What follows belongs to an exercise in optimizing a design on an open flow for small area, a short achievable clock period and few clock cycles per item; a production flow would make more cautious choices.
The RTL was checked by simulation tests, not by an equivalence proof against the original design.

--- flow/config.mk ---
export PLATFORM = sky130hd
export DESIGN_NAME = keyhash
export DESIGN_NICKNAME = keyhash
export VERILOG_FILES = /design/flow/design.v
export SDC_FILE = /design/flow/constraint.sdc
export NUM_CORES = 4
export LEC_CHECK = 0
export ABC_CLOCK_PERIOD_IN_PS = 4500
export CAP_MARGIN = 20
export CORE_MARGIN = 2
export CORE_UTILIZATION = 40
export PLACE_DENSITY = 0.6
export SLEW_MARGIN = 20
--- flow/constraint.sdc ---
create_clock -name core_clock -period 15.0 [get_ports {clk}]
set_input_delay 3.0000 -clock core_clock [delete_from_list [all_inputs] [get_ports {clk}]]
set_output_delay 3.0000 -clock core_clock [all_outputs]
set_load 0.01 [all_outputs]
--- flow/design.v ---
module keyhash (
    input  wire        clk,
    input  wire        rst_n,
    input  wire        req_valid,
    output wire        req_ready,
    input  wire [7:0]  req_ns,
    input  wire [7:0]  req_len,      
    input  wire        key_valid,
    output wire        key_ready,
    input  wire [31:0] key_data,
    output reg         res_valid,
    output wire [63:0] res_hash,
    output wire [15:0] res_fp
);
    localparam [31:0] IV0 = 32'h6a09e667, IV1 = 32'hbb67ae85,
                      IV2 = 32'h3c6ef372, IV3 = 32'ha54ff53a,
                      IV4 = 32'h510e527f, IV5 = 32'h9b05688c,
                      IV6 = 32'h1f83d9ab, IV7 = 32'h5be0cd19;
    reg         run;          
    reg [1:0]   st;           
    reg         rl;           
    reg         ok;           
    reg [5:0]   kc;           
    reg         ld;           
    reg         act;          
    reg         first;        
    reg         last;         
    reg         go;           
    reg [3:0]   wph;          
    reg [3:0]   bph;          
    reg [31:0]  a, b, c, d, e, f, g, h;
    reg [31:0]  p;            
    reg [31:0]  W [0:15];     
    reg [31:0]  R  [0:3];     
    reg [31:0]  RE [0:3];     
    reg         fvalid;
    reg [7:0]   fns;
    reg [7:0]   fml;          
    reg [1:0]   fnb;          
    reg [5:0]   fg;           
    reg [5:0]   fkw;          
    reg         kwl;          
    reg         kn;           
    reg [31:0]  ir;           
    reg         irv;
    reg [7:0]   carry;        
    reg [31:0] kk;
    always @(*) begin
        case (kc)
            6'd0:  kk = 32'h428a2f98; 6'd1:  kk = 32'h71374491;
            6'd2:  kk = 32'hb5c0fbcf; 6'd3:  kk = 32'he9b5dba5;
            6'd4:  kk = 32'h3956c25b; 6'd5:  kk = 32'h59f111f1;
            6'd6:  kk = 32'h923f82a4; 6'd7:  kk = 32'hab1c5ed5;
            6'd8:  kk = 32'hd807aa98; 6'd9:  kk = 32'h12835b01;
            6'd10: kk = 32'h243185be; 6'd11: kk = 32'h550c7dc3;
            6'd12: kk = 32'h72be5d74; 6'd13: kk = 32'h80deb1fe;
            6'd14: kk = 32'h9bdc06a7; 6'd15: kk = 32'hc19bf174;
            6'd16: kk = 32'he49b69c1; 6'd17: kk = 32'hefbe4786;
            6'd18: kk = 32'h0fc19dc6; 6'd19: kk = 32'h240ca1cc;
            6'd20: kk = 32'h2de92c6f; 6'd21: kk = 32'h4a7484aa;
            6'd22: kk = 32'h5cb0a9dc; 6'd23: kk = 32'h76f988da;
            6'd24: kk = 32'h983e5152; 6'd25: kk = 32'ha831c66d;
            6'd26: kk = 32'hb00327c8; 6'd27: kk = 32'hbf597fc7;
            6'd28: kk = 32'hc6e00bf3; 6'd29: kk = 32'hd5a79147;
            6'd30: kk = 32'h06ca6351; 6'd31: kk = 32'h14292967;
            6'd32: kk = 32'h27b70a85; 6'd33: kk = 32'h2e1b2138;
            6'd34: kk = 32'h4d2c6dfc; 6'd35: kk = 32'h53380d13;
            6'd36: kk = 32'h650a7354; 6'd37: kk = 32'h766a0abb;
            6'd38: kk = 32'h81c2c92e; 6'd39: kk = 32'h92722c85;
            6'd40: kk = 32'ha2bfe8a1; 6'd41: kk = 32'ha81a664b;
            6'd42: kk = 32'hc24b8b70; 6'd43: kk = 32'hc76c51a3;
            6'd44: kk = 32'hd192e819; 6'd45: kk = 32'hd6990624;
            6'd46: kk = 32'hf40e3585; 6'd47: kk = 32'h106aa070;
            6'd48: kk = 32'h19a4c116; 6'd49: kk = 32'h1e376c08;
            6'd50: kk = 32'h2748774c; 6'd51: kk = 32'h34b0bcb5;
            6'd52: kk = 32'h391c0cb3; 6'd53: kk = 32'h4ed8aa4a;
            6'd54: kk = 32'h5b9cca4f; 6'd55: kk = 32'h682e6ff3;
            6'd56: kk = 32'h748f82ee; 6'd57: kk = 32'h78a5636f;
            6'd58: kk = 32'h84c87814; 6'd59: kk = 32'h8cc70208;
            6'd60: kk = 32'h90befffa; 6'd61: kk = 32'ha4506ceb;
            6'd62: kk = 32'hbef9a3f7; default: kk = 32'hc67178f2;
        endcase
    end
    wire [5:0] mw    = fml[7:2];
    wire [1:0] mb    = fml[1:0];
    wire       w_lt  = (fg < mw);
    wire       w_eq  = (fg == mw);
    wire       w_len = (fg == {fnb, 4'hf});
    wire [5:0] fg1   = fg + 6'd1;
    wire [7:0] b0src = (fg == 6'd0) ? fns : carry;
    reg [31:0] msg;
    integer qq;
    always @(*) begin
        for (qq = 0; qq < 4; qq = qq + 1) begin
            if (w_lt || (w_eq && qq[1:0] < mb))
                msg[31-8*qq -: 8] = (qq == 0) ? b0src : ir[39-8*qq -: 8];
            else if (w_eq && qq[1:0] == mb)
                msg[31-8*qq -: 8] = 8'h80;
            else
                msg[31-8*qq -: 8] = 8'h00;
        end
        if (w_len)
            msg = {16'd0, 5'd0, fml, 3'd0};
    end
    wire s0 = !run && (st == 2'd0);
    wire s2 = !run && (st == 2'd2);
    wire s3 = !run && (st == 2'd3);
    wire s0fire = (wph[1:0] == 2'd0) &&
                  (rl ? (wph == bph && (irv || !kn)) : (act || fvalid));
    wire stepping = !run && (!s0 || s0fire);
    wire lp = (run && ld) || (s2 && (rl || fvalid)) || (s3 && go);
    wire [3:0] lidx = run ? kc[3:0] + 4'd1 : {3'd0, s3};
    wire replay  = lp && (lidx < fg[3:0]);        
    wire fd      = lp && ok && !replay;           
    wire miss    = fd && kn && !irv;              
    wire feed    = fd && !miss;
    wire consume = feed && kn;                    
    wire rot     = !ok || replay || miss || (rl && !run && !st[1]);
    wire nk      = !(act && !last);       
    reg kr, rr;                           
    assign req_ready = rr;
    assign key_ready = kr;
    wire req_hs = req_valid && rr;
    wire key_hs = key_valid && key_ready;
    assign res_hash = {R[3], R[2]};
    assign res_fp   = R[1][31:16];
    function [31:0] rotr(input [31:0] x, input integer n);
        rotr = (x >> n) | (x << (32 - n));
    endfunction
    wire [31:0] S1 = rotr(e, 6) ^ rotr(e, 11) ^ rotr(e, 25);
    wire [31:0] S0 = rotr(a, 2) ^ rotr(a, 13) ^ rotr(a, 22);
    wire [31:0] CH = (e & f) ^ (~e & g);
    wire [31:0] MJ = (a & b) ^ (a & c) ^ (b & c);
    wire [31:0] t_s  = p ^ CH ^ d;
    wire [31:0] t_c  = ((p & CH) | (p & d) | (CH & d)) << 1;
    wire [31:0] x_s  = t_s ^ t_c ^ S1;
    wire [31:0] x_c  = ((t_s & t_c) | (t_s & S1) | (t_c & S1)) << 1;
    wire [31:0] e_n  = x_s + x_c;
    wire [31:0] m_s  = p ^ CH ^ MJ;
    wire [31:0] m_c  = ((p & CH) | (p & MJ) | (CH & MJ)) << 1;
    wire [31:0] u_s  = m_s ^ m_c ^ S1;
    wire [31:0] u_c  = ((m_s & m_c) | (m_s & S1) | (m_c & S1)) << 1;
    wire [31:0] v_s  = u_s ^ u_c ^ S0;
    wire [31:0] v_c  = ((u_s & u_c) | (u_s & S0) | (u_c & S0)) << 1;
    wire [31:0] a_n  = v_s + v_c;
    wire [31:0] w14 = W[14], w1 = W[1];
    wire [31:0] ss1 = rotr(w14, 17) ^ rotr(w14, 19) ^ (w14 >> 10);
    wire [31:0] ss0 = rotr(w1, 7) ^ rotr(w1, 18) ^ (w1 >> 3);
    wire [31:0] wn  = ss1 + W[9] + ss0 + W[0];
    wire [31:0] w_in = rot ? W[0] : (feed ? msg : wn);
    wire [31:0] p_n = g + kk + W[15];
    reg [31:0] iva, ive;
    always @(*) begin
        case (st)
            2'd0: begin iva = IV3; ive = IV7; end
            2'd1: begin iva = IV2; ive = IV6; end
            2'd2: begin iva = IV1; ive = IV5; end
            default: begin iva = IV0; ive = IV4; end
        endcase
    end
    wire        ivsel = first && !rl;
    wire        ivld  = rl ? first : nk;
    wire [31:0] ra = (ivsel ? iva : R[0]) + (rl ? 32'd0 : d);
    wire [31:0] re = (ivsel ? ive : RE[0]) + (rl ? 32'd0 : h);
    integer i;
    always @(posedge clk) begin
        for (i = 0; i < 15; i = i + 1)
            W[i] <= W[i+1];
        W[15] <= w_in;
        p <= p_n;
        if (run) begin
            a <= a_n;
            e <= e_n;
        end else begin
            a <= ivld ? iva : ra;
            e <= ivld ? ive : re;
        end
        b <= a; c <= b; d <= c;
        f <= e; g <= f; h <= g;
        R[0] <= R[1];   R[1] <= R[2];   R[2] <= R[3];
        RE[0] <= RE[1]; RE[1] <= RE[2]; RE[2] <= RE[3];
        R[3]  <= stepping ? ra : R[0];
        RE[3] <= stepping ? re : RE[0];
        if (key_hs)
            ir <= key_data;
        if (consume)
            carry <= ir[7:0];
        if (req_hs) begin
            fns <= req_ns;
            fml <= req_len + 8'd1;
            fnb <= (req_len + 8'd9) >> 6;
        end
    end
    reg       run_n, rl_n, ok_n, act_n, ld_n, go_n, fvalid_n, kn_n, kwl_n, irv_n;
    reg [1:0] st_n;
    reg [5:0] kc_n, fg_n, fkw_n;
    always @(*) begin
        run_n = run; st_n = st; rl_n = rl; ok_n = ok; act_n = act;
        ld_n = ld; go_n = go; kc_n = kc;
        fvalid_n = fvalid; fg_n = fg; kn_n = kn; fkw_n = fkw; kwl_n = kwl;
        irv_n = irv;
        if (run) begin
            kc_n = kc + 6'd1;
            ld_n = (kc < 6'd14) && (kc != 6'd0);
            if (miss) begin                        
                run_n = 1'b0; st_n = 2'd0; rl_n = 1'b1; ok_n = 1'b0;
            end else if (kc == 6'd0) begin         
                run_n = 1'b0; st_n = 2'd0; rl_n = 1'b0;
            end
        end else if (stepping) begin
            st_n = st + 2'd1;
            kc_n = {5'd0, s3};
            if (s0)
                ok_n = 1'b1;
            if (miss)
                ok_n = 1'b0;
            if (s2 && !rl)
                go_n = fvalid;
            if (s3) begin
                if (!rl)
                    act_n = go;
                if (go) begin
                    run_n = ok_n;                  
                    rl_n  = !ok_n;
                    ld_n  = 1'b1;
                end else begin
                    rl_n  = 1'b0;                  
                end
            end
        end
        if (req_hs) begin
            fvalid_n = 1'b1;
            fg_n     = 6'd0;
            kn_n     = (req_len != 8'd0);
        end else if (feed) begin
            fg_n = fg1;
            kn_n = ({fg1, 2'b01} < {2'b00, fml});
            if (w_len)
                fvalid_n = 1'b0;
        end
        if (req_hs) begin
            fkw_n = (req_len + 8'd3) >> 2;
            kwl_n = (req_len != 8'd0);
        end else if (key_hs) begin
            fkw_n = fkw - 6'd1;
            kwl_n = (fkw != 6'd1);
        end
        if (key_hs)
            irv_n = 1'b1;
        else if (consume)
            irv_n = 1'b0;
        if (!rst_n) begin
            run_n = 1'b0; st_n = 2'd0; rl_n = 1'b0; ok_n = 1'b0;
            act_n = 1'b0; ld_n = 1'b0; fvalid_n = 1'b0; irv_n = 1'b0;
        end
    end
    wire       lp_n  = (run_n && ld_n) || (!run_n && st_n == 2'd2 && (rl_n || fvalid_n)) ||
                       (!run_n && st_n == 2'd3 && go_n);
    wire [3:0] lidx_n = run_n ? kc_n[3:0] + 4'd1 : {3'd0, st_n == 2'd3};
    wire       use_n = lp_n && ok_n && !(lidx_n < fg_n[3:0]) && kn_n;
    wire       kr_n  = fvalid_n && kwl_n && (!irv_n || use_n);
    always @(posedge clk) begin
        run <= run_n; st <= st_n; rl <= rl_n; ok <= ok_n; act <= act_n;
        ld <= ld_n; go <= go_n; kc <= kc_n;
        fvalid <= fvalid_n; fg <= fg_n; kn <= kn_n; fkw <= fkw_n;
        kwl <= kwl_n; irv <= irv_n;
        kr <= kr_n;
        rr <= !fvalid_n;
        wph <= rst_n ? wph + 4'd1 : 4'd0;
        if (s0 && s0fire && !rl)
            bph <= wph;
        res_valid <= rst_n && s3 && !rl && act && last;
        if (s3 && !rl && go) begin
            first <= (fg[5:4] == 2'd0);
            last  <= (fg[5:4] == fnb);
        end
    end
endmodule
--- flow/flow/run.sh ---
#!/bin/bash
# Standard layout, with timing repair aimed at a 5 ns period (the SDC is unchanged).
set -euo pipefail
bash standard.sh SETUP_SLACK_MARGIN=10 finish > standard_finish.log 2>&1
--- flow/standard.sh ---
#!/bin/bash
# synth_recipe.tcl (not shown) runs the flow's synth.tcl, then flattens the netlist and writes it again
# the make line also repeats each setting of config.mk as NAME=value (left out here)
make -C /OpenROAD-flow-scripts/flow DESIGN_CONFIG=/design/flow/config.mk WORK_HOME=/design/flow/orfs CLKGATE_MAP_FILE= SYNTH_SCRIPT=/design/flow/synth_recipe.tcl "${@:-finish}"
==> flow_metrics.tcl, run 1 <==
set metrics [dict create \
    antenna_found_initial 8 \
    portBuffers 134 \
    nFillCells 11426 \
    drt_pre_antenna_iters 5 \
    cts_made_buffers 116 \
    via_per_inst 5.19 \
    synth_most_common_cell "dfxtp_1" \
    drc_errors 0 \
    ant_nets 0 \
    clock_path_buffers 3 \
    tightest_slew_ps 1250 \
    wl_per_cell_um 22.9 \
    root_buffer "clkbuf_16" \
    start_util 0.405 \
    ys.flop_type "dfxtp_1" \
    grt_max_degree 67 \
    outcome "no timing/DRC/antenna violations" \
    fin_crit_ps 4870 \
    synth-edff-count 72 \
    synth_cells 4847 \
    fmax_ghz 0.205 \
    dpl.hpwl_mm 117 \
    synth_area_per_cell_um2 10.4 \
    finalClockSkew_ps 75.7 \
    grt_pass1_vias 34638 \
    max_cap_violations 0 \
    die_y_um 358 \
    grt_pass1_wl_mm 226 \
    die_area_mm2 0.128 \
    cts_tree "done" \
    n_antenna_cell 0 \
    vias 35099 \
    yosys_register_bits 1157 \
    overflow 0 \
    finalSetupViolCount 0 \
    seq_area_frac_synth 0.476 \
    max_slew_margin 0.166 \
    cpPeakStageDelay_ps 590 \
    cp_slowest_cell "dfxtp_1" \
    end_kind "flop" \
    period_share 0.325 \
    synthTopCellsByCount "1085 x dfxtp_1, 444 x inv_1, 415 x nand2_1" \
    syn_nets 5386 \
    largestRegisters "W x512, RE x128, R x128" \
    drive_gt1_frac 0.101 \
    yosys_warnings 4 \
    synth.distinct_cells 94 \
    grt_use_total 0.240 \
    fin_setup_tns_ps 0 \
    worst_ep_arrival_time_ps 5520 \
    seq_area_mm2 0.0239 \
    reg2reg_from "e[26]" \
    placed_cell_area_mm2 0.0533 \
    clk_pin_slew_worst_paths_ps 60 \
    synth_top_area_cell "dfxtp_1" \
    cts.sinks 1157 \
    cp_max_fo 6 \
    async_reset_ff_frac 0 \
    fin_area_mm2 0.0591 \
    start_kind "flop" \
    fp.dieW_um 358 \
    routed_wirelength_mm 155 \
    drt-initial-drc-count 3226 \
    htreeDepth 3 \
    fp-row-count 129 \
    synth_area_leaders "dfxtp_1 43%, fa_1 10%, ha_1 5.9%" \
    largest_register_ffs 512 \
    hold_violations 0 \
    cp_data_required_time_ps 15650 \
    worstHoldStart "W[6][31]" \
    drv_slew 0 \
    io-pin-count 135 \
    cp-startpoint "e[26]" \
    path_cells "xnor2_1, xnor2_2, fa_1, fa_1, ha_1, inv_1, fa_2, nor2b_2, o31ai_4, a221oi_2, buf_4, o211ai_1, o21ai_2, a211o_1, o21ai_2, o21ai_1, xnor2_1, a32o_1" \
    rsz0062_at_grt "yes" \
    clock_latency_ps 780 \
    synth_area_mm2 0.0502 \
    gp_congestion 0.993 \
    regMostFlops "W" \
    cts_hold_buf 0 \
    nets 5568 \
    multi_input_area_mm2 0.0248 \
    min_path_type "flop to flop" \
    synth_top_area_frac 0.433 \
    criticalPathCategory "flop to flop" \
    syn_to_final_growth_pct 17.6 \
    design.core.area_mm2 0.124 \
]
layout make-up:
type,count,area share
clock inverters,55,0.0145
repair inverters,1,0.0000847
inverters,447,0.0288
repair buffers,223,0.0389
well taps,1637,0.0347
multi-input cells,3083,0.421
flip-flops and latches,1157,0.405
clock buffers,160,0.0571
per-stage QoR:
| step | hold slack (ps) | instances | setup WS [ps] | utilization |
|---|---|---|---|---|
| after floorplan | 310 | 4847 | 10010 | - |
| after global placement | 310 | 6493 | 8330 | 0.429 |
| after detailed placement | 312 | 6493 | 8320 | 0.429 |
| after CTS | 263 | 6732 | 9990 | 0.469 |
| after global routing | 266 | 6763 | 9940 | 0.476 |
| final | 273 | 6763 | 10130 | 0.476 |
worst max-delay path: cells and delay by family (launching register included):
kind / cells / cell delay, ps
simple gates: 1 / 70
xor+xnor: 3 / 760
compound gates: 8 / 1680
flops: 1 / 590
fa+ha+maj: 4 / 1410
buf+inv: 2 / 260
cell families (layout without fill, tap and decap cells):
group           count (synthesis)  after routing  share of synthesized area
mux                            42             42                     0.0102
flops                        1157           1157                      0.476
xor+xnor                      458            458                     0.0799
buf+inv                       608            886                     0.0475
fa+ha+maj                     517            517                      0.165
simple gates                 1076           1077                     0.0984
compound gates                989            989                      0.124
routing by layer:
metal / vias up / GRT usage / share of wire
met4: 4 / 0.0793 / 0.032
met2: 1160 / 0.360 / 0.43
li1: 16524 / - / -
met3: 246 / 0.0546 / 0.080
met5: - / 0 / 0.00017
met1: 17165 / 0.340 / 0.46
path summary, 6_finish.rpt:
| kind | slack [ps] | depth (start not counted) | to |
|---|---|---|---|
| setup reg to reg | 10130 | 18 | a[31] |
| hold / removal | 270 | 0 | W[5][31] |
| hold reg to reg | 270 | 0 | W[5][31] |
| setup / recovery | 10130 | 18 | a[31] |
repair_timing:
action,4_1_cts,5_1_grt
buffers inserted,19,29
setup endpoints to repair,123,43
resized for setup,120,152
cloned,5,2
pin swaps,5,36
hold endpoints to repair,0,0
cells in the final DEF (no fill, tap or decap), types with 52 or more instances in the layout:
master           synthesis  layout
a211oi_1                54      52
a21o_1                  94      94
a21oi_1                289     279
buf_4                   16      67
clkbuf_16                0     120
clkdlybuf4s50_1          0     134
dfxtp_1               1085    1050
edfxtp_1                72      72
fa_1                   250     248
ha_1                   237     213
inv_1                  444     441
nand2_1                415     397
nand3_1                 73      70
nor2_1                 254     243
nor2b_1                 92      87
nor3_1                  58      53
o21ai_0                253     223
xnor2_1                336     332
xor2_1                 122     122
Testbench counts, summed over its fixed seeds: cycles 236,508, keys 2,400.
==> run 2: changes to the inputs <==
--- a/flow/config.mk
+++ b/flow/config.mk
@@ -11,2 +11,4 @@
 export CORE_UTILIZATION = 40
+export CTS_CLUSTER_DIAMETER = 150
+export CTS_CLUSTER_SIZE = 30
 export PLACE_DENSITY = 0.6
==> run 2 against run 1 <==
Effect of this change: worst hold slack better by 17 ps; routed wire length shrank 1.9%; clock-buffer cell count down 107; sequential share of layout area grew 2.2 points; critical path type unchanged.
==> flow_metrics.tcl, run 2 <==
set metrics [dict create \
    nets 5490 \
    grt_pass1_wl_mm 220 \
    cts.sinks 1157 \
    hold_end "RE[2][30]" \
    syn_to_final_growth_pct 11.7 \
    drt-initial-drc-count 3445 \
    max_slew_margin 0.198 \
    clk_pin_slew_worst_paths_ps 120 \
    wl_per_cell_um 23.0 \
    yosys_warnings 4 \
    final_cell_mix "1048 x dfxtp_1, 440 x inv_1, 400 x nand2_1" \
    fin_crit_ps 5030 \
    final_common_cell "dfxtp_1" \
    synth.distinct_cells 94 \
    start_kind "flop" \
    criticalPathCategory "flop to flop" \
    largest_register_ffs 512 \
    max_cap_violations 0 \
    synth-edff-count 72 \
    grt_use_total 0.233 \
    synth_top_area_cell "dfxtp_1" \
    die_area_mm2 0.128 \
    fmax_ghz 0.199 \
    tightest_slew_ps 1200 \
    ant_nets 0 \
    antenna_found_initial 7 \
    dpl.hpwl_mm 117 \
    gp_congestion 0.993 \
    portBuffers 134 \
    cp_max_fo 7 \
    min_path_type "flop to flop" \
    syn_nets 5386 \
    clock_latency_ps 690 \
    drt_pre_antenna_iters 5 \
    period_share 0.336 \
    overflow 0 \
    seq_area_frac_synth 0.476 \
    rr_worst_depth 19 \
    root_buffer "clkbuf_16" \
    design.core.area_mm2 0.124 \
    synth_most_common_cell "dfxtp_1" \
    routed_wirelength_mm 152 \
    htreeDepth 2 \
    grt_max_degree 68 \
    synth_area_leaders "dfxtp_1 43%, fa_1 10%, ha_1 5.9%" \
    reg2reg_from "kc[0]" \
    cp_slowest_cell "fa_2" \
    vias 34475 \
    finalSetupViolCount 0 \
    hold_violations 0 \
    r2r-end "p[29]" \
    yosys_register_bits 1157 \
    drive_gt1_frac 0.0730 \
    finalClockSkew_ps 49.6 \
    drc_errors 0 \
    clock_path_buffers 3 \
    cp_data_required_time_ps 15610 \
    ys.flop_type "dfxtp_1" \
    synthTopCellsByCount "1085 x dfxtp_1, 444 x inv_1, 415 x nand2_1" \
    outcome "no timing/DRC/antenna violations" \
    rsz0062_at_grt "yes" \
    async_reset_ff_frac 0 \
    synth_area_mm2 0.0502 \
    synth_cells 4847 \
    holdPathStages 0 \
    via_per_inst 5.22 \
    path_cells "clkinvlp_4, ha_4, buf_6, or2_4, a31oi_4, mux4_2, fa_2, inv_2, ha_4, a21oi_4, nor2_4, or2_4, a221o_1, a31o_4, a2111o_1, a41oi_2, o21bai_1, a21oi_1, xnor2_1" \
    reg2reg_slack_ps 9970 \
    regMostFlops "W" \
    holdWs_ps 291 \
    die_y_um 358 \
    fp-row-count 129 \
    cts_hold_buf 0 \
    io-pin-count 135 \
    worstHoldStart "RE[3][30]" \
    synth_top_area_frac 0.433 \
    grt_pass1_vias 33589 \
    cpPeakStageDelay_ps 620 \
    end_kind "flop" \
    fp.dieW_um 358 \
    cts_made_buffers 46 \
    largestRegisters "W x512, RE x128, R x128" \
    worst_ep_arrival_time_ps 5650 \
    cts_tree "done" \
    fin_setup_tns_ps 0 \
    synth_area_per_cell_um2 10.4 \
    start_util 0.405 \
    drv_slew 0 \
]
-- run 2: cell counts after synthesis --
Identical to the previous run, type by type.
-- run 2: worst max-delay path by stage --
stage	slack [ps]	endpoint	startpoint
floorplan	10010	p[29]	kc[0]
global placement	8330	p[31]	kc[0]
detailed placement	8320	p[31]	kc[0]
CTS	9950	p[31]	kc[0]
global route	9850	p[29]	kc[0]
finish	9970	p[29]	kc[0]
-- run 2: per-layer routing --
metal  GRT usage  vias to the layer above  routed length (µm)  share of wire
met5           0                        -                  13       0.000086
met1       0.338                    16959               70700           0.47
met2       0.353                     1052               65400           0.43
met4      0.0664                        2                4460          0.029
met3      0.0445                      184               11300          0.074
li1            -                    16278                   -              -
-- run 2: what timing repair did --
action,4_1_cts,5_1_grt
pin swaps,6,33
setup endpoints to repair,130,49
setup buffers,16,25
gates cloned,2,4
resized for setup,122,152
-- run 2: cell type report --
class / instances / area, µm²
diodes: 1 / 2.50
clock buffers: 53 / 1180
clock inverters: 6 / 160
fillers: 11686 / 68000
inverters: 447 / 1700
multi-input cells: 3083 / 24900
flip-flops and latches: 1157 / 24000
well taps: 1637 / 2050
repair buffers: 215 / 2180
repair inverters: 1 / 5.00
-- run 2: cell families (layout without fill, tap and decap cells) --
kind of cell | after synthesis | in the layout | synth area share
flops | 1157 | 1157 | 0.476
simple gates | 1076 | 1077 | 0.0984
compound gates | 989 | 989 | 0.124
buf+inv | 608 | 722 | 0.0475
fa+ha+maj | 517 | 517 | 0.165
xor+xnor | 458 | 458 | 0.0799
mux | 42 | 42 | 0.0102
other cells | 0 | 1 | 0
-- run 2: through the flow --
step | utilization | worst slack (ps) | instances | area, µm²
2_1_floorplan | - | 10010 | 4847 | 50200
3_3_place_gp | 0.429 | 8330 | 6493 | 53300
3_5_place_dp | 0.429 | 8320 | 6493 | 53300
4_1_cts | 0.444 | 9950 | 6570 | 55200
5_1_grt | 0.452 | 9850 | 6599 | 56100
6_report | 0.452 | 9970 | 6600 | 56100
-- run 2: critical path, delay by kind of cell, from the launching register on --
kind | cells | cell delay (ps)
xor+xnor | 1 | 140
mux | 1 | 610
simple gates | 3 | 470
flops | 1 | 400
fa+ha+maj | 3 | 1200
buf+inv | 3 | 380
compound gates | 8 | 1760
==> run 3: changes to the inputs <==
--- a/flow/config.mk
+++ b/flow/config.mk
@@ -11,4 +11,4 @@
 export CORE_UTILIZATION = 40
-export CTS_CLUSTER_DIAMETER = 150
-export CTS_CLUSTER_SIZE = 30
+export CTS_BUF_LIST = sky130_fd_sc_hd__clkbuf_4 sky130_fd_sc_hd__clkbuf_8
+export CTS_CLUSTER_SIZE = 16
 export PLACE_DENSITY = 0.6
==> run 3 against run 2 <==
Effect of this change: still clean on timing, DRC and antenna; sequential share of layout area decreased by 2.2 points; die area unchanged; first-iteration DRC count decreased by 8.4%; worst hold slack got worse by 12 ps; routed wire length increased by 2.3%; maximum frequency increased by 2.0%; via count increased by 3.5%; setup slack improved by 100 ps; critical endpoint unchanged.
==> flow_metrics.tcl, run 3 <==
set metrics [dict create \
    clock_path_buffers 3 \
    synth-simple-area-share 0.0984 \
    max_cap_violations 0 \
    root_buffer "clkbuf_8" \
    cts.sinks 1157 \
    grt_use_total 0.242 \
    synth_compound_area_frac 0.124 \
    yosys_register_bits 1157 \
    grt_pass1_vias 35141 \
    synth_area_mm2 0.0502 \
    final_common_cell "dfxtp_1" \
    holdWs_ps 279 \
    drt_pre_antenna_iters 5 \
    synth_area_leaders "dfxtp_1 43%, fa_1 10%, ha_1 5.9%" \
    drt-initial-drc-count 3156 \
    largest_register_ffs 512 \
    clock_latency_ps 950 \
    synth_top_area_frac 0.433 \
    die_area_mm2 0.128 \
    synthTopCellsByCount "1085 x dfxtp_1, 444 x inv_1, 415 x nand2_1" \
    largestRegisters "W x512, RE x128, R x128" \
    vias 35692 \
    grt_pass1_wl_mm 227 \
    max_slew_margin 0.211 \
    final_cell_mix "1049 x dfxtp_1, 441 x inv_1, 399 x nand2_1" \
    drive_gt1_frac 0.122 \
    placed_cells 6493 \
    period_share 0.329 \
    reg2reg_slack_ps 10070 \
    fp-row-count 129 \
    tightest_slew_ps 1180 \
    synth-edff-count 72 \
    end_kind "flop" \
    async_reset_ff_frac 0 \
    synth_top_area_cell "dfxtp_1" \
    start_kind "flop" \
    via_per_inst 5.19 \
    io-pin-count 135 \
    cp_max_fo 7 \
    fp.dieW_um 358 \
    synth.distinct_cells 94 \
    cp_data_required_time_ps 15850 \
    design.core.area_mm2 0.124 \
    syn_to_final_growth_pct 17.7 \
    finalSetupViolCount 0 \
    criticalPathCategory "flop to flop" \
    yosys_warnings 4 \
    htreeDepth 4 \
    seq_area_frac_synth 0.476 \
    drc_errors 0 \
    start_util 0.405 \
    cts_made_buffers 184 \
    synth_top_family_by_area "adder cells" \
    hold_violations 0 \
    wl_per_cell_um 22.6 \
    rsz0062_at_grt "yes" \
    min_path_type "flop to flop" \
    portBuffers 134 \
    regMostFlops "W" \
    routed_wirelength_mm 155 \
    grt_max_degree 67 \
    antenna_found_initial 8 \
    synth_xor_area_frac 0.0799 \
    clk_pin_slew_worst_paths_ps 60 \
    ant_nets 0 \
    gp_congestion 0.993 \
    fmax_ghz 0.203 \
    instances_no_fill 6877 \
    synthMuxAreaShare 0.0102 \
    overflow 0 \
    outcome "no timing/DRC/antenna violations" \
    fin_setup_tns_ps 0 \
    die_y_um 358 \
    nets 5626 \
    drv_slew 0 \
    synth_area_per_cell_um2 10.4 \
    synth_most_common_cell "dfxtp_1" \
    synth_cells 4847 \
    syn_nets 5386 \
    finalClockSkew_ps 61.1 \
    synthAdderAreaFrac 0.165 \
    cts_tree "done" \
    fin_crit_ps 4930 \
    ys.flop_type "dfxtp_1" \
    worst_ep_arrival_time_ps 5780 \
    dpl.hpwl_mm 117 \
]
-- run 3: cells by family (layout without fill, tap and decap cells) --
group | Yosys count | after routing
muxes | 42 | 42
adders and majority gates | 517 | 517
buffers and inverters | 608 | 997
other | 0 | 3
and+or+nand+nor | 1076 | 1077
DFF | 1157 | 1157
xor gates and xnor gates | 458 | 458
AOI/OAI and AO/OA | 989 | 989
-- run 3: timing repair --
action,CTS,global route
hold buffers,0,0
pin swaps,5,34
buffers inserted,16,22
gates resized for setup,120,148
setup endpoints to repair,125,50
cloned,4,3
-- run 3: final timing paths --
kind                                from  endpoint  depth (start not counted)
worst min register to register  W[6][31]  W[5][31]                          0
worst max register to register     kc[0]     p[29]                         19
worst min-delay path            W[6][31]  W[5][31]                          0
worst max-delay path               kc[0]     p[29]                         19
-- run 3: area by class of cell --
type                    instances  area [µm²]
well taps                    1637        2050
repair inverters                1        5.00
fillers                     11452       65000
clock inverters                71         972
inverters                     447        1700
clock buffers                 265        3420
diodes                          3        7.51
repair buffers                213        2190
flip-flops and latches       1157       23900
multi-input cells            3083       24800
-- run 3: metrics by stage --
step	utilization	cell area [µm²]	worst slack [ps]
2_1_floorplan	-	50200	10010
3_3_place_gp	0.429	53300	8330
3_5_place_dp	0.429	53300	8320
4_1_cts	0.470	58300	9960
5_1_grt	0.476	59100	9870
6_report	0.476	59100	10070
-- run 3: critical path, stage by stage (launching register included) --
cell        delay [ps]
dfxtp_4            380
clkinvlp_4         170
ha_4               390
buf_4              140
or2_4              170
a31oi_2            120
mux4_2             620
fa_2               600
inv_1               60
ha_4               170
a21oi_4            120
nor2_2              60
or2_4              260
a221o_1            330
a31o_4             230
a2111o_1           470
a41oi_2            190
o21bai_1            90
a21oi_1            150
xnor2_1            140
-- run 3: metal layers --
layer / share of wire / global-route usage / vias to the layer above
li1: - / - / 16690
met1: 0.46 / 0.342 / 17479
met2: 0.43 / 0.358 / 1261
met3: 0.080 / 0.0584 / 258
met4: 0.035 / 0.0866 / 4
met5: 0.00030 / 0 / -
==> run 4: changes to the inputs <==
==> flow/flow/run.sh (replaced) <==
#!/bin/bash
# Standard layout, with timing repair aimed at a 5 ns period (the SDC is unchanged)
# and small port buffers.
set -euo pipefail
bash standard.sh SETUP_SLACK_MARGIN=10 "BUFFER_PORTS_ARGS=-buffer_cell sky130_fd_sc_hd__buf_1" finish > standard_finish.log 2>&1
--- a/flow/config.mk
+++ b/flow/config.mk
@@ -11,4 +11,3 @@
 export CORE_UTILIZATION = 40
-export CTS_BUF_LIST = sky130_fd_sc_hd__clkbuf_4 sky130_fd_sc_hd__clkbuf_8
-export CTS_CLUSTER_SIZE = 16
+export CTS_BUF_LIST = sky130_fd_sc_hd__clkbuf_8
 export PLACE_DENSITY = 0.6
==> run 4 against run 3 <==
Effect of this change: highest routed layer unchanged; utilization down 0.90 points; sequential share of layout area increased by 0.75 points; critical path depth is 1 lower; clock skew grew 14 ps; maximum frequency grew 0.27%; via count rose by 0.37%; register-to-register slack barely moved; synthesized area stayed put; routed wire length grew 0.30%; cell area shrank 1.9%.
==> flow_metrics.tcl, run 4 <==
set metrics [dict create \
    synth_area_leaders "dfxtp_1 43%, fa_1 10%, ha_1 5.9%" \
    reg2reg_from "kc[0]" \
    antenna_found_initial 12 \
    worst_ep_arrival_time_ps 5720 \
    final_common_cell "dfxtp_1" \
    rr_worst_depth 18 \
    nets 5649 \
    hold_violations 0 \
    finalSetupViolCount 0 \
    grt_use_total 0.241 \
    holdPathStages 0 \
    die_y_um 358 \
    criticalPathCategory "flop to flop" \
    worstHoldStart "W[4][13]" \
    cts_tree "done" \
    synth_most_common_cell "dfxtp_1" \
    regMostFlops "W" \
    synth-edff-count 72 \
    reg2reg_slack_ps 10080 \
    ant_nets 0 \
    rsz0062_at_grt "yes" \
    root_buffer "clkbuf_8" \
    outcome "no timing/DRC/antenna violations" \
    drive_gt1_frac 0.113 \
    grt_max_degree 94 \
    seq_area_frac_synth 0.476 \
    final_cell_mix "1054 x dfxtp_1, 496 x inv_1, 397 x nand2_1" \
    fin_crit_ps 4920 \
    cts_made_buffers 185 \
    drt_pre_antenna_iters 6 \
    nFillCells 11628 \
    synth_top_area_frac 0.433 \
    cp_max_fo 8 \
    via_per_inst 5.19 \
    syn_nets 5386 \
    max_slew_margin 0.273 \
    fp-row-count 129 \
    gp_congestion 0.960 \
    async_reset_ff_frac 0 \
    multi_input_area_mm2 0.0248 \
    yosys_warnings 4 \
    placed_cell_area_mm2 0.0525 \
    synthTopCellsByCount "1085 x dfxtp_1, 444 x inv_1, 415 x nand2_1" \
    drt-initial-drc-count 3089 \
    largestRegisters "W x512, RE x128, R x128" \
    clk_pin_slew_worst_paths_ps 60 \
    drc_errors 0 \
    fin_area_mm2 0.0580 \
    min_path_type "flop to flop" \
    routed_wirelength_mm 156 \
    period_share 0.328 \
    htreeDepth 4 \
    overflow 0 \
    clock_latency_ps 950 \
    grt_pass1_vias 34707 \
    design.core.area_mm2 0.124 \
    synth_cells 4847 \
    die_area_mm2 0.128 \
    synth_top_area_cell "dfxtp_1" \
    start_kind "flop" \
    fin_setup_tns_ps 0 \
    grt_pass1_wl_mm 226 \
    max_cap_violations 0 \
    largest_register_ffs 512 \
    start_util 0.405 \
    fp.dieW_um 358 \
    yosys_register_bits 1157 \
    cts.sinks 1157 \
    finalClockSkew_ps 74.6 \
    r2r-end "p[31]" \
    ys.flop_type "dfxtp_1" \
    tightest_slew_ps 1080 \
    drv_slew 0 \
    cp_data_required_time_ps 15790 \
    dpl.hpwl_mm 119 \
    syn_to_final_growth_pct 15.5 \
    io-pin-count 135 \
    cts_hold_buf 0 \
    vias 35825 \
    holdWs_ps 278 \
    synth_area_mm2 0.0502 \
    wl_per_cell_um 22.6 \
    synth_area_per_cell_um2 10.4 \
    seq_area_mm2 0.0239 \
    clock_path_buffers 3 \
    end_kind "flop" \
    synth.distinct_cells 94 \
    fmax_ghz 0.203 \
    hold_end "W[3][13]" \
    portBuffers 134 \
]
run 4: how the worst max path moves through the flow:
stage	from	end	slack (ps)	cells past startpoint
6_report	kc[0]	p[31]	10080	18
5_1_grt	g[11]	a[25]	9940	21
4_1_cts	a[8]	a[31]	9890	17
3_5_place_dp	kc[5]	p[31]	8990	18
3_3_place_gp	kc[5]	p[29]	9010	18
2_1_floorplan	kc[0]	p[29]	10010	19
run 4: cells by family after synthesis:
group | Yosys count | share of synthesized area
adders and majority gates | 517 | 0.165
muxes | 42 | 0.0102
xor gates and xnor gates | 458 | 0.0799
buffers and inverters | 608 | 0.0475
and+or+nand+nor | 1076 | 0.0984
AOI/OAI and AO/OA | 989 | 0.124
DFF | 1157 | 0.476
run 4: area by class of cell:
| cell class | instances | area share |
|---|---|---|
| clock inverter | 123 | 0.0197 |
| inverter | 447 | 0.0293 |
| clock buffer | 213 | 0.0505 |
| timing repair buffer | 236 | 0.0247 |
| multi-input combinational | 3083 | 0.428 |
| tap | 1637 | 0.0353 |
| antenna | 2 | 0.0000863 |
| sequential | 1157 | 0.413 |
run 4: through the flow:
stage | std cells | util | worst slack [ps]
after CTS | 6853 | 0.460 | 9890
after floorplan | 4847 | - | 10010
after global routing | 6898 | 0.467 | 9940
after global placement | 6500 | 0.423 | 9010
after detailed placement | 6500 | 0.423 | 8990
final | 6898 | 0.467 | 10080
run 4: what timing repair did:
item | in CTS | in global routing
pin swaps | 4 | 43
buffers inserted | 17 | 41
setup endpoints to repair | 85 | 48
gates cloned | 0 | 1
resized for setup | 110 | 148
run 4: metal layers:
layer  global-route usage  up-vias  part of all wire  wire length, µm
met2                0.359     1285              0.43            67100
met3               0.0497      236             0.077            12000
met1                0.348    17587              0.46            71900
met4               0.0767        4             0.031             4800
li1                     -    16713                 -                -
met5                    0        -           0.00013               20
run 4: critical path, cell delays in order (launching register included):
cell	delay (ps)
dfxtp_4	360
clkinvlp_4	210
ha_4	300
nor2_4	300
nand2_1	180
a221o_1	410
a31oi_1	290
fa_1	500
fa_1	420
nor2b_1	130
o21ai_1	100
a21boi_2	260
a2bb2oi_4	240
a31o_1	250
a2111o_1	230
nand2_1	100
o31ai_1	260
a21oi_1	120
xnor2_1	130
==> run 5: changes to the inputs <==
--- a/flow/config.mk
+++ b/flow/config.mk
@@ -11,3 +11,4 @@
 export CORE_UTILIZATION = 40
-export CTS_BUF_LIST = sky130_fd_sc_hd__clkbuf_8
+export CTS_CLUSTER_DIAMETER = 120
+export CTS_CLUSTER_SIZE = 25
 export PLACE_DENSITY = 0.6
==> run 5 against run 4 <==
Effect of this change: first-iteration DRC count is 1.8% lower; synthesized cell count stayed put; non-clock buffer count is 10 lower; sequential share of layout area is 2.0 points higher; critical path depth is 1 higher; setup slack worse by 48 ps.
==> flow_metrics.tcl, run 5 <==
set metrics [dict create \
    fin_area_mm2 0.0553 \
    cp_data_required_time_ps 15620 \
    ys.flop_type "dfxtp_1" \
    synth_top_area_frac 0.433 \
    worstHoldStart "RE[1][16]" \
    synth.distinct_cells 94 \
    end_kind "flop" \
    die_y_um 358 \
    rsz0062_at_grt "yes" \
    cts_tree "done" \
    nets 5508 \
    grt_max_degree 94 \
    synth_most_common_cell "dfxtp_1" \
    routed_wirelength_mm 153 \
    fmax_ghz 0.201 \
    finalSetupViolCount 0 \
    synth_area_per_cell_um2 10.4 \
    max_cap_violations 0 \
    seq_area_frac_synth 0.476 \
    fin_crit_ps 4970 \
    n_antenna_cell 0 \
    drt_pre_antenna_iters 6 \
    overflow 0 \
    cts.sinks 1157 \
    clock_latency_ps 720 \
    async_reset_ff_frac 0 \
    outcome "no timing/DRC/antenna violations" \
    drv_slew 0 \
    drt-initial-drc-count 3034 \
    final_common_cell "dfxtp_1" \
    min_path_type "flop to flop" \
    yosys_register_bits 1157 \
    final_cell_mix "1054 x dfxtp_1, 442 x inv_1, 399 x nand2_1" \
    via_per_inst 5.26 \
    synth_area_leaders "dfxtp_1 43%, fa_1 10%, ha_1 5.9%" \
    ant_nets 0 \
    dpl.hpwl_mm 119 \
    vias 34792 \
    max_slew_margin 0.311 \
    synth_top_area_cell "dfxtp_1" \
    antenna_found_initial 8 \
    synth_area_mm2 0.0502 \
    period_share 0.331 \
    finalWorstSetupSlack_ps 10030 \
    rr_worst_depth 19 \
    drc_errors 0 \
    cts_hold_buf 0 \
    hold_violations 0 \
    grt_use_total 0.235 \
    htreeDepth 2 \
    start_kind "flop" \
    cp_max_fo 33 \
    fp-row-count 129 \
    finalClockSkew_ps 59.6 \
    tightest_slew_ps 1030 \
    regMostFlops "W" \
    fp.dieW_um 358 \
    r2r-end "p[29]" \
    die_area_mm2 0.128 \
    syn_to_final_growth_pct 10.2 \
    synthTopCellsByCount "1085 x dfxtp_1, 444 x inv_1, 415 x nand2_1" \
    criticalPathCategory "flop to flop" \
    reg2reg_slack_ps 10030 \
    grt_pass1_wl_mm 221 \
    cts_made_buffers 54 \
    instances_no_fill 6620 \
    fin_setup_tns_ps 0 \
    placed_cells 6500 \
    clock_path_buffers 3 \
    clk_pin_slew_worst_paths_ps 90 \
    pre_cts_ws_ps 8990 \
    synth_cells 4847 \
    hold_end "RE[0][16]" \
    largestRegisters "W x512, RE x128, R x128" \
    yosys_warnings 4 \
    start_util 0.405 \
    reg2reg_from "kc[2]" \
    io-pin-count 135 \
    drive_gt1_frac 0.0726 \
    gp_congestion 0.960 \
    wl_per_cell_um 23.1 \
    synth-edff-count 72 \
    holdPathStages 0 \
    worst_ep_arrival_time_ps 5590 \
    placed_cell_area_mm2 0.0525 \
    largest_register_ffs 512 \
    grt_pass1_vias 33307 \
    portBuffers 134 \
    root_buffer "clkbuf_16" \
    syn_nets 5386 \
    design.core.area_mm2 0.124 \
]
-- run 5: kinds of logic after synthesis --
logic type	Yosys count	synth area share
muxes	42	0.0102
xor gates and xnor gates	458	0.0799
DFF	1157	0.476
AOI/OAI and AO/OA	989	0.124
adders and majority gates	517	0.165
and+or+nand+nor	1076	0.0984
buffers and inverters	608	0.0475
-- run 5: how the worst max path moves through the flow --
stage,start,to,slack [ps]
after floorplan,kc[0],p[29],10010
after global placement,kc[5],p[29],9010
after CTS,kc[1],p[29],9930
final,kc[2],p[29],10030
after detailed placement,kc[5],p[31],8990
after global routing,kc[4],p[29],9870
-- run 5: critical path: stages (launching register included) --
cell and delay [ps]:
dfxtp_2 330, inv_1 80, buf_6 330, nor2_1 220, nor3_1 350, a31oi_1 120, mux4_2 560, fa_1 500
inv_1 40, ha_1 210, a21oi_2 150, nor2_1 70, or2_2 330, a221o_1 300, a31o_1 240, a2111o_1 500
a41oi_2 200, o21bai_1 100, a21oi_2 140, xnor2_1 120
-- run 5: metal layers --
layer  GRT usage  share of wire  vias to the layer above
met1       0.347           0.47                    17117
met3      0.0381          0.074                      232
li1            -              -                    16273
met2       0.353           0.43                     1166
met5           0        0.00015                        -
met4      0.0679          0.032                        4
-- run 5: area by class of cell --
type | count | area [µm²]
well taps | 1637 | 2050
clock buffers | 63 | 1390
fillers | 11778 | 68800
clock inverters | 7 | 200
multi-input cells | 3083 | 24700
repair buffers | 226 | 1320
inverters | 447 | 1700
flip-flops and latches | 1157 | 23900
-- run 5: through the flow --
step	utilization	hold WS [ps]
2_1_floorplan	-	310
3_3_place_gp	0.423	310
3_5_place_dp	0.423	312
4_1_cts	0.440	275
5_1_grt	0.446	300
6_report	0.446	292
-- run 5: repair_timing --
action / 4_1_cts / 5_1_grt
pin swaps: 9 / 30
gates resized for setup: 115 / 123
setup buffers: 16 / 33
cloned: 0 / 1
setup endpoints to repair: 93 / 45
==> run 6: changes to the inputs <==
--- a/flow/config.mk
+++ b/flow/config.mk
@@ -11,4 +11,4 @@
 export CORE_UTILIZATION = 40
-export CTS_CLUSTER_DIAMETER = 120
-export CTS_CLUSTER_SIZE = 25
+export CTS_CLUSTER_DIAMETER = 100
+export CTS_CLUSTER_SIZE = 20
 export PLACE_DENSITY = 0.6
==> run 6 against run 5 <==
Effect of this change: synthesized cell count did not move; clock-buffer cell count grew 18; via count rose by 0.68%; setup slack better by 3.6 ps; clock skew fell by 10 ps.
==> flow_metrics.tcl, run 6 <==
set metrics [dict create \
    syn_nets 5386 \
    period_share 0.331 \
    synth_area_per_cell_um2 10.4 \
    drt-initial-drc-count 3283 \
    max_slew_margin 0.166 \
    drt_pre_antenna_iters 7 \
    pre_cts_ws_ps 8990 \
    ys.flop_type "dfxtp_1" \
    finalClockSkew_ps 49.3 \
    grt_pass1_vias 33532 \
    grt_pass1_wl_mm 223 \
    ant_nets 0 \
    nFillCells 11728 \
    grt_use_total 0.237 \
    fmax_ghz 0.201 \
    synth_most_common_cell "dfxtp_1" \
    n_antenna_cell 0 \
    clk_pin_slew_worst_paths_ps 90 \
    overflow 0 \
    rsz0062_at_grt "yes" \
    portBuffers 134 \
    cts_tree "done" \
    gp_congestion 0.960 \
    fp-row-count 129 \
    tightest_slew_ps 1250 \
    seq_area_frac_synth 0.476 \
    criticalPathCategory "flop to flop" \
    cp_data_required_time_ps 15620 \
    drc_errors 0 \
    final_common_cell "dfxtp_1" \
    dpl.hpwl_mm 119 \
    yosys_register_bits 1157 \
    synth_area_mm2 0.0502 \
    grt_max_degree 94 \
    worst_ep_arrival_time_ps 5590 \
    die_y_um 358 \
    hold_violations 0 \
    wl_per_cell_um 23.2 \
    htreeDepth 3 \
    synthTopCellsByCount "1085 x dfxtp_1, 444 x inv_1, 415 x nand2_1" \
    final_cell_mix "1052 x dfxtp_1, 442 x inv_1, 401 x nand2_1" \
    drv_slew 0 \
    largest_register_ffs 512 \
    end_kind "flop" \
    fp.dieW_um 358 \
    max_cap_violations 0 \
    r2r-end "p[29]" \
    hold_end "W[3][21]" \
    finalWorstSetupSlack_ps 10030 \
    antenna_found_initial 11 \
    outcome "no timing/DRC/antenna violations" \
    io-pin-count 135 \
    cts_made_buffers 71 \
    synth_top_area_cell "dfxtp_1" \
    routed_wirelength_mm 154 \
    clock_path_buffers 3 \
    worstHoldStart "W[4][21]" \
    die_area_mm2 0.128 \
    seq_area_mm2 0.0239 \
    reg2reg_from "kc[0]" \
    drive_gt1_frac 0.0724 \
    holdWs_ps 301 \
    syn_to_final_growth_pct 10.8 \
    via_per_inst 5.28 \
    min_path_type "flop to flop" \
    synth_cells 4847 \
    design.core.area_mm2 0.124 \
    reg2reg_slack_ps 10030 \
    clock_latency_ps 720 \
    root_buffer "clkbuf_16" \
    synth.distinct_cells 94 \
    cp_max_fo 7 \
    synth_top_area_frac 0.433 \
    largestRegisters "W x512, RE x128, R x128" \
    async_reset_ff_frac 0 \
    fin_setup_tns_ps 0 \
    vias 35027 \
    nets 5515 \
    start_kind "flop" \
    regMostFlops "W" \
    holdPathStages 0 \
    synth_area_leaders "dfxtp_1 43%, fa_1 10%, ha_1 5.9%" \
    multi_input_area_mm2 0.0246 \
    finalSetupViolCount 0 \
    start_util 0.405 \
    rr_worst_depth 20 \
    fin_crit_ps 4970 \
    cts.sinks 1157 \
    yosys_warnings 4 \
    synth-edff-count 72 \
]
==> run 6: metrics by stage <==
step	instances	cell area, µm²	util
floorplan	4847	50200	-
global placement	6500	52500	0.423
detailed placement	6500	52500	0.423
CTS	6612	55000	0.443
global route	6635	55700	0.448
finish	6635	55700	0.448
==> run 6: logic make-up (layout without fill, tap and decap cells) <==
| logic type | count (synthesis) | after routing | synth area share |
|---|---|---|---|
| xor gates and xnor gates | 458 | 458 | 0.0799 |
| DFF | 1157 | 1157 | 0.476 |
| adders and majority gates | 517 | 517 | 0.165 |
| muxes | 42 | 42 | 0.0102 |
| AOI/OAI and AO/OA | 989 | 989 | 0.124 |
| buffers and inverters | 608 | 758 | 0.0475 |
| and+or+nand+nor | 1076 | 1077 | 0.0984 |
==> run 6: layout make-up <==
type | count | area share
clock inverters | 14 | 0.00425
multi-input cells | 3083 | 0.443
flip-flops and latches | 1157 | 0.430
repair buffers | 216 | 0.0229
inverters | 447 | 0.0305
clock buffers | 81 | 0.0328
well taps | 1637 | 0.0368
==> run 6: how the worst max path moves through the flow <==
stage          startpoint    end  slack [ps]  depth (start not counted)
2_1_floorplan       kc[0]  p[29]       10010                         19
3_3_place_gp        kc[5]  p[29]        9010                         18
3_5_place_dp        kc[5]  p[31]        8990                         18
4_1_cts             a[12]  a[31]        9910                         18
5_1_grt             kc[2]  p[16]        9870                         21
6_report            kc[0]  p[29]       10030                         20
==> run 6: what timing repair did <==
action,in CTS,in global routing
pin swaps,4,36
setup endpoints to repair,88,43
gates resized for setup,100,120
gates cloned,0,1
hold buffers,0,0
setup buffers,17,22
==> run 6: critical path, stage by stage, from the launching register on <==
cell	delay, ps
dfxtp_4	380
clkinvlp_4	130
buf_4	170
ha_4	210
or2_4	340
o21ai_4	120
a21oi_1	120
mux4_2	530
fa_1	500
inv_1	40
ha_1	210
a21oi_2	140
nor2_1	70
or2_2	330
a221o_1	300
a31o_1	240
a2111o_1	490
a41oi_2	200
o21bai_1	100
a21oi_2	140
xnor2_1	120
==> run 6: metal layers <==
layer / global-route usage / up-vias / routed length [µm]
met2: 0.353 / 1209 / 65900
met3: 0.0418 / 222 / 11300
met1: 0.348 / 17256 / 71500
met4: 0.0774 / 2 / 5140
li1: - / 16338 / -
met5: 0 / - / 12
==> run 7: changes to the inputs <==
==> flow/flow/run.sh (replaced) <==
#!/bin/bash
# The standard layout with three changes in how it is made (the SDC is unchanged):
#  - timing repair aims at a 5 ns period (SETUP_SLACK_MARGIN=10),
#  - the port buffers are buf_1 cells,
#  - after the standard synthesis, fix_inv.py removes inverter pairs that Yosys's
#    full-adder extraction leaves around full adders (registers are not touched).
# Each step's full output goes to a log file of its own in this folder.
set -euo pipefail
ARGS=(SETUP_SLACK_MARGIN=10.5 "BUFFER_PORTS_ARGS=-buffer_cell sky130_fd_sc_hd__buf_1")
RES=orfs/results/sky130hd/keyhash/base
bash standard.sh "${ARGS[@]}" synth > standard_synth.log 2>&1
cp "$RES/1_2_yosys.v" 1_2_yosys.standard.v
python3 flow/fix_inv.py 1_2_yosys.standard.v 1_2_yosys.fixed.v > fix_inv.log 2>&1
cp 1_2_yosys.fixed.v "$RES/1_2_yosys.v"
rm -f "$RES/1_synth.odb" "$RES/1_synth.sdc"
bash standard.sh "${ARGS[@]}" finish > standard_finish.log 2>&1
==> flow/flow/fix_inv.py (new file) <==
#!/usr/bin/env python3
"""Remove inverters around full adders in a Yosys netlist of sky130hd cells.

Yosys's extract_fa often builds a full adder on inverted inputs and inverts
its outputs again. A full adder is self-dual: fa(~a, ~b, ~c) = ~fa(a, b, c)
for both outputs. So when all three inputs of a full adder come from
inverters, the adder may take the inverters' inputs instead; its outputs
then carry the complement, which feeds inverter loads directly (those
inverters go) and other loads through one new inverter. A rewrite is made
only when it removes more inverters than it adds. Registers are untouched.

usage: fix_inv.py IN.v OUT.v
"""
import re
import sys

OUT_PINS = {"X", "Y", "Q", "Q_N", "SUM", "COUT", "HI", "LO"}
CELL_RE = re.compile(r"^  (sky130_fd_sc_hd__\w+) (\S+)\s+\(\n(.*?)\n  \);\n", re.S | re.M)
PIN_RE = re.compile(r"\.(\w+)\((.*?)\)")


def is_inv(typ):
    return re.fullmatch(r"sky130_fd_sc_hd__(clk)?inv_\d+", typ) is not None


def main():
    src = open(sys.argv[1]).read()
    ports = set()
    for m in re.finditer(r"^\s*(input|output|inout)\s+(\[[^\]]*\]\s*)?(\S+);", src, re.M):
        ports.add(m.group(3).lstrip("\\"))

    def is_port(net):
        base = net.strip().lstrip("\\").split("[")[0].strip()
        return base in ports

    first = CELL_RE.search(src)
    head = src[: first.start()]
    cells = []  # [typ, name, [(pin, net)]]
    pos = first.start()
    tail_start = None
    for m in CELL_RE.finditer(src):
        if m.start() != pos:
            raise SystemExit("unexpected text between cells at %d" % pos)
        pins = [(p, n) for p, n in PIN_RE.findall(m.group(3))]
        cells.append([m.group(1), m.group(2), pins])
        pos = m.end()
    tail = src[pos:]
    if "assign" in tail or "assign" in head:
        raise SystemExit("assign statements not handled")

    alive = [True] * len(cells)
    drv = {}
    loads = {}

    def index():
        drv.clear()
        loads.clear()
        for i, (typ, name, pins) in enumerate(cells):
            if not alive[i]:
                continue
            for p, n in pins:
                if p in OUT_PINS:
                    drv[n] = i
                else:
                    loads.setdefault(n, []).append((i, p))

    def pin(i, p):
        for q, n in cells[i][2]:
            if q == p:
                return n
        return None

    def setpin(i, p, net):
        cells[i][2] = [(q, net if q == p else n) for q, n in cells[i][2]]

    new_wires = []
    counter = [0]

    def new_net():
        counter[0] += 1
        n = "_fxinv%d_" % counter[0]
        new_wires.append(n)
        return n

    removed = added = 0
    changed = True
    while changed:
        changed = False
        index()
        for i, (typ, name, pins) in enumerate(cells):
            if not alive[i] or not re.fullmatch(r"sky130_fd_sc_hd__fa_\d+", typ):
                continue
            ins = [pin(i, p) for p in ("A", "B", "CIN")]
            if any(n is None for n in ins):
                continue
            outs = [pin(i, p) for p in ("SUM", "COUT")]
            if any(is_port(n) for n in outs):
                continue
            inv_of = [n in drv and is_inv(cells[drv[n]][0]) for n in ins]
            if sum(inv_of) < 2:
                continue
            gain = 0
            inv_ins = {}
            for k, n in enumerate(ins):
                if inv_of[k]:
                    inv_ins[drv[n]] = inv_ins.get(drv[n], 0) + 1
            for j, cnt in inv_ins.items():
                yn = pin(j, "Y")
                if not is_port(yn) and len(loads.get(yn, [])) == cnt:
                    gain += 1
            # inputs not inverted need an inverted copy: reuse an existing inverter if any
            need = []
            for k, n in enumerate(ins):
                if inv_of[k]:
                    continue
                ex = [j for j, p in loads.get(n, []) if is_inv(cells[j][0]) and p == "A"]
                need.append((k, n, ex[0] if ex else None))
                if not ex:
                    gain -= 1
            plan = []
            for o in outs:
                ls = loads.get(o, [])
                invl = [j for j, p in ls if is_inv(cells[j][0]) and not is_port(pin(j, "Y"))]
                other = [(j, p) for j, p in ls if j not in invl]
                gain += len(invl) - (1 if other else 0)
                plan.append((o, invl, other))
            if gain <= 0:
                continue
            # rewrite inputs
            newin = list(ins)
            for k, n in enumerate(ins):
                if inv_of[k]:
                    newin[k] = pin(drv[n], "A")
            for k, n, ex in need:
                if ex is not None:
                    newin[k] = pin(ex, "Y")
                else:
                    nn = new_net()
                    cells.append(["sky130_fd_sc_hd__inv_1", "_fxinvi%d_" % counter[0],
                                  [("A", n), ("Y", nn)]])
                    alive.append(True)
                    added += 1
                    newin[k] = nn
            for p, n in zip(("A", "B", "CIN"), newin):
                setpin(i, p, n)
            for j, cnt in inv_ins.items():
                yn = pin(j, "Y")
                if not is_port(yn) and len(loads.get(yn, [])) == cnt:
                    alive[j] = False
                    removed += 1
            # rewrite outputs
            for (o, invl, other), p in zip(plan, ("SUM", "COUT")):
                on = new_net()
                setpin(i, p, on)
                for j in invl:
                    yn = pin(j, "Y")
                    for k, q in loads.get(yn, []):
                        setpin(k, q, on)
                    alive[j] = False
                    removed += 1
                if other:
                    cells.append(["sky130_fd_sc_hd__inv_1", "_fxinvc%d_" % counter[0],
                                  [("A", on), ("Y", o)]])
                    alive.append(True)
                    added += 1
            changed = True
            break  # re-index after every rewrite
    out = [head.rstrip("\n") + "\n"]
    for n in new_wires:
        out.append("  wire %s;\n" % n)
    for i, (typ, name, pins) in enumerate(cells):
        if not alive[i]:
            continue
        out.append("  %s %s (\n%s\n  );\n" % (typ, name, ",\n".join("    .%s(%s)" % pn for pn in pins)))
    out.append(tail)
    open(sys.argv[2], "w").write("".join(out))
    sys.stderr.write("fix_inv: removed %d inverters, added %d\n" % (removed, added))


if __name__ == "__main__":
    main()
==> run 7 against run 6 <==
Effect of this change: clock-buffer cell count rose by 2; global-route usage rose by 0.48 points; cell count is 2.8% lower; non-clock buffer count grew 85; flip-flop and latch count is the same; first-iteration DRC count fell by 8.8%; register-to-register slack better by 130 ps; synthesized cell count down 5.4%; synthesized area is 2.0% lower; worst hold slack worse by 12 ps.
==> flow_metrics.tcl, run 7 <==
set metrics [dict create \
    outcome "no timing/DRC/antenna violations" \
    max_slew_margin 0.239 \
    syn_to_final_growth_pct 15.3 \
    root_buffer "clkbuf_16" \
    antenna_found_initial 5 \
    routed_wirelength_mm 155 \
    fp.dieW_um 355 \
    rsz0062_at_grt "yes" \
    grt_max_degree 98 \
    final_common_cell "dfxtp_1" \
    drc_errors 0 \
    grt_use_total 0.242 \
    regMostFlops "W" \
    largest_register_ffs 512 \
    fp-row-count 128 \
    max_cap_violations 0 \
    cpMostUsedCell "or2_4" \
    multi_input_area_mm2 0.0257 \
    worst_ep_arrival_time_ps 5460 \
    cts.sinks 1157 \
    cpPeakStageDelay_ps 580 \
    min_path_type "flop to flop" \
    period_share 0.322 \
    io-pin-count 135 \
    finalClockSkew_ps 60.8 \
    grt_pass1_vias 33107 \
    clock_latency_ps 730 \
    cp_data_required_time_ps 15620 \
    htreeDepth 3 \
    drt-initial-drc-count 2993 \
    hold_violations 0 \
    start_kind "flop" \
    die_area_mm2 0.126 \
    criticalPathCategory "flop to flop" \
    reg2reg_slack_ps 10160 \
    drive_gt1_frac 0.138 \
    end_kind "flop" \
    cts_hold_buf 0 \
    tightest_slew_ps 1130 \
    via_per_inst 5.34 \
    finalSetupViolCount 0 \
    start_util 0.404 \
    grt_pass1_wl_mm 223 \
    dpl.hpwl_mm 117 \
    overflow 0 \
    nets 5337 \
    synth_cells 4585 \
    synth_area_mm2 0.0492 \
    wl_per_cell_um 24.1 \
    drt_pre_antenna_iters 5 \
    cp_slowest_cell "mux4_2" \
    design.core.area_mm2 0.122 \
    cp_max_fo 6 \
    largestRegisters "W x512, RE x128, R x128" \
    portBuffers 134 \
    cp_top_family "compound AO/OA/AOI/OAI gates" \
    path_buf_inv 3 \
    seq_area_mm2 0.0241 \
    ant_nets 0 \
    fmax_ghz 0.207 \
    die_y_um 355 \
    utilization 0.466 \
    gp_congestion 0.946 \
    final_cell_mix "1006 x dfxtp_1, 389 x nand2_1, 319 x xnor2_1" \
    fin_crit_ps 4840 \
    fin_setup_tns_ps 0 \
    cts_tree "done" \
    synth_area_per_cell_um2 10.7 \
    syn_nets 5124 \
    path_cells "clkinvlp_4, ha_4, buf_8, or2_4, a31oi_4, mux4_2, inv_2, fa_1, ha_2, a21oi_2, nor2_2, or2_4, a221o_1, a31o_4, a2111o_1, a41oi_2, o21bai_1, a21oi_1, xnor2_1" \
    clock_path_buffers 3 \
    cts_made_buffers 71 \
    yosys_warnings 4 \
    nFillCells 11304 \
    clk_pin_slew_worst_paths_ps 90 \
    drv_slew 0 \
    vias 34456 \
]
==> run 7: changes by cell type in the layout (fill, tap and decap cells not counted), moves of 18 or more <==
cell     change
a21oi_1     -19
buf_4       +71
dfxtp_1     -46
dfxtp_4     +30
ha_1        -30
ha_4        +18
inv_1      -272
==> run 7: final timing paths <==
| check | from | end | depth (start not counted) |
|---|---|---|---|
| setup / recovery | kc[0] | p[29] | 19 |
| hold / removal | W[13][31] | W[12][31] | 0 |
| setup reg to reg | kc[0] | p[29] | 19 |
| hold reg to reg | W[13][31] | W[12][31] | 0 |
==> run 7: timing repair <==
action	4_1_cts	5_1_grt
gates cloned	3	0
endpoints found under the setup margin	146	65
pin swaps	82	105
hold endpoints to repair	0	0
buffers inserted	66	61
gates resized for setup	324	183
==> run 7: cell type report <==
class | instances | share of cell area
Clock inverter | 15 | 0.00478
Sequential cell | 1157 | 0.424
Tap cell | 1625 | 0.0358
Inverter | 185 | 0.0126
Timing Repair Buffer | 301 | 0.0362
Clock buffer | 83 | 0.0327
Antenna cell | 3 | 0.000132
Multi-Input combinational cell | 3082 | 0.454
==> run 7: per-layer routing <==
layer / GRT usage / wire (µm)
met5: 0 / 54
met4: 0.0807 / 5220
met3: 0.0427 / 11000
met2: 0.362 / 67300
met1: 0.353 / 71700
==> run 7: per-stage QoR <==
step | area, µm² | hold slack, ps | std cells | setup WS, ps
4_1_cts | 55500 | 274 | 6387 | 10100
6_report | 56700 | 289 | 6451 | 10160
2_1_floorplan | 49400 | 310 | 4585 | 10470
3_5_place_dp | 51500 | 312 | 6220 | 8910
3_3_place_gp | 51500 | 310 | 6220 | 8830
5_1_grt | 56700 | 272 | 6448 | 10050

## afterwards: timing with drivers on the ports
In the flow no input, the clock included, has a driving cell. The finished layouts below were timed again as built, in two steps. Step 1 sets driving cells, clkbuf_16 on the clock port and buf_2 on the other inputs (assumed; they add their load-dependent delay and slew). Step 2 moves the port delays by t, midway between the first and last clock arrival at a register: inputs arrive t later, outputs are due t later. That takes back most of the time a late clock gives input paths. Three values: ideal ports, drivers, drivers and shift; two values: the first two.
| run | t, ns | setup WS [ns] | worst hold slack (ns) | worst slew at a driven data input, ns | cell pins on the clock port's net |
|---|---|---|---|---|---|
| run 1 | 0.818 | 10.127 / 10.127 / 9.480 | 0.273 / 0.273 / 0.273 | 0.05 | 1 |
| run 2 | 0.735 | 9.966 / 9.966 / 9.593 | 0.291 / 0.291 / 0.291 | 0.05 | 1 |
| run 3 | 0.991 | 10.066 / 10.066 / 9.273 | 0.279 / 0.279 / 0.279 | 0.05 | 1 |
| run 4 | 0.985 | 10.079 / 10.079 / 9.883 | 0.278 / 0.278 / 0.278 | 0.05 | 1 |
| run 5 | 0.759 | 10.031 / 10.031 / 9.932 | 0.292 / 0.292 / 0.292 | 0.05 | 1 |
| run 6 | 0.764 | 10.034 / 10.034 / 9.938 | 0.301 / 0.301 / 0.301 | 0.05 | 1 |
| run 7 | 0.769 | 10.163 / 10.163 / 9.942 | 0.289 / 0.289 / 0.289 | 0.10 | 1 |
After both steps setup and hold are still met in every run listed. For run 3, which loses most, drivers alone change the setup slack by 0.000 ns; drivers and shift together by -0.793 ns.
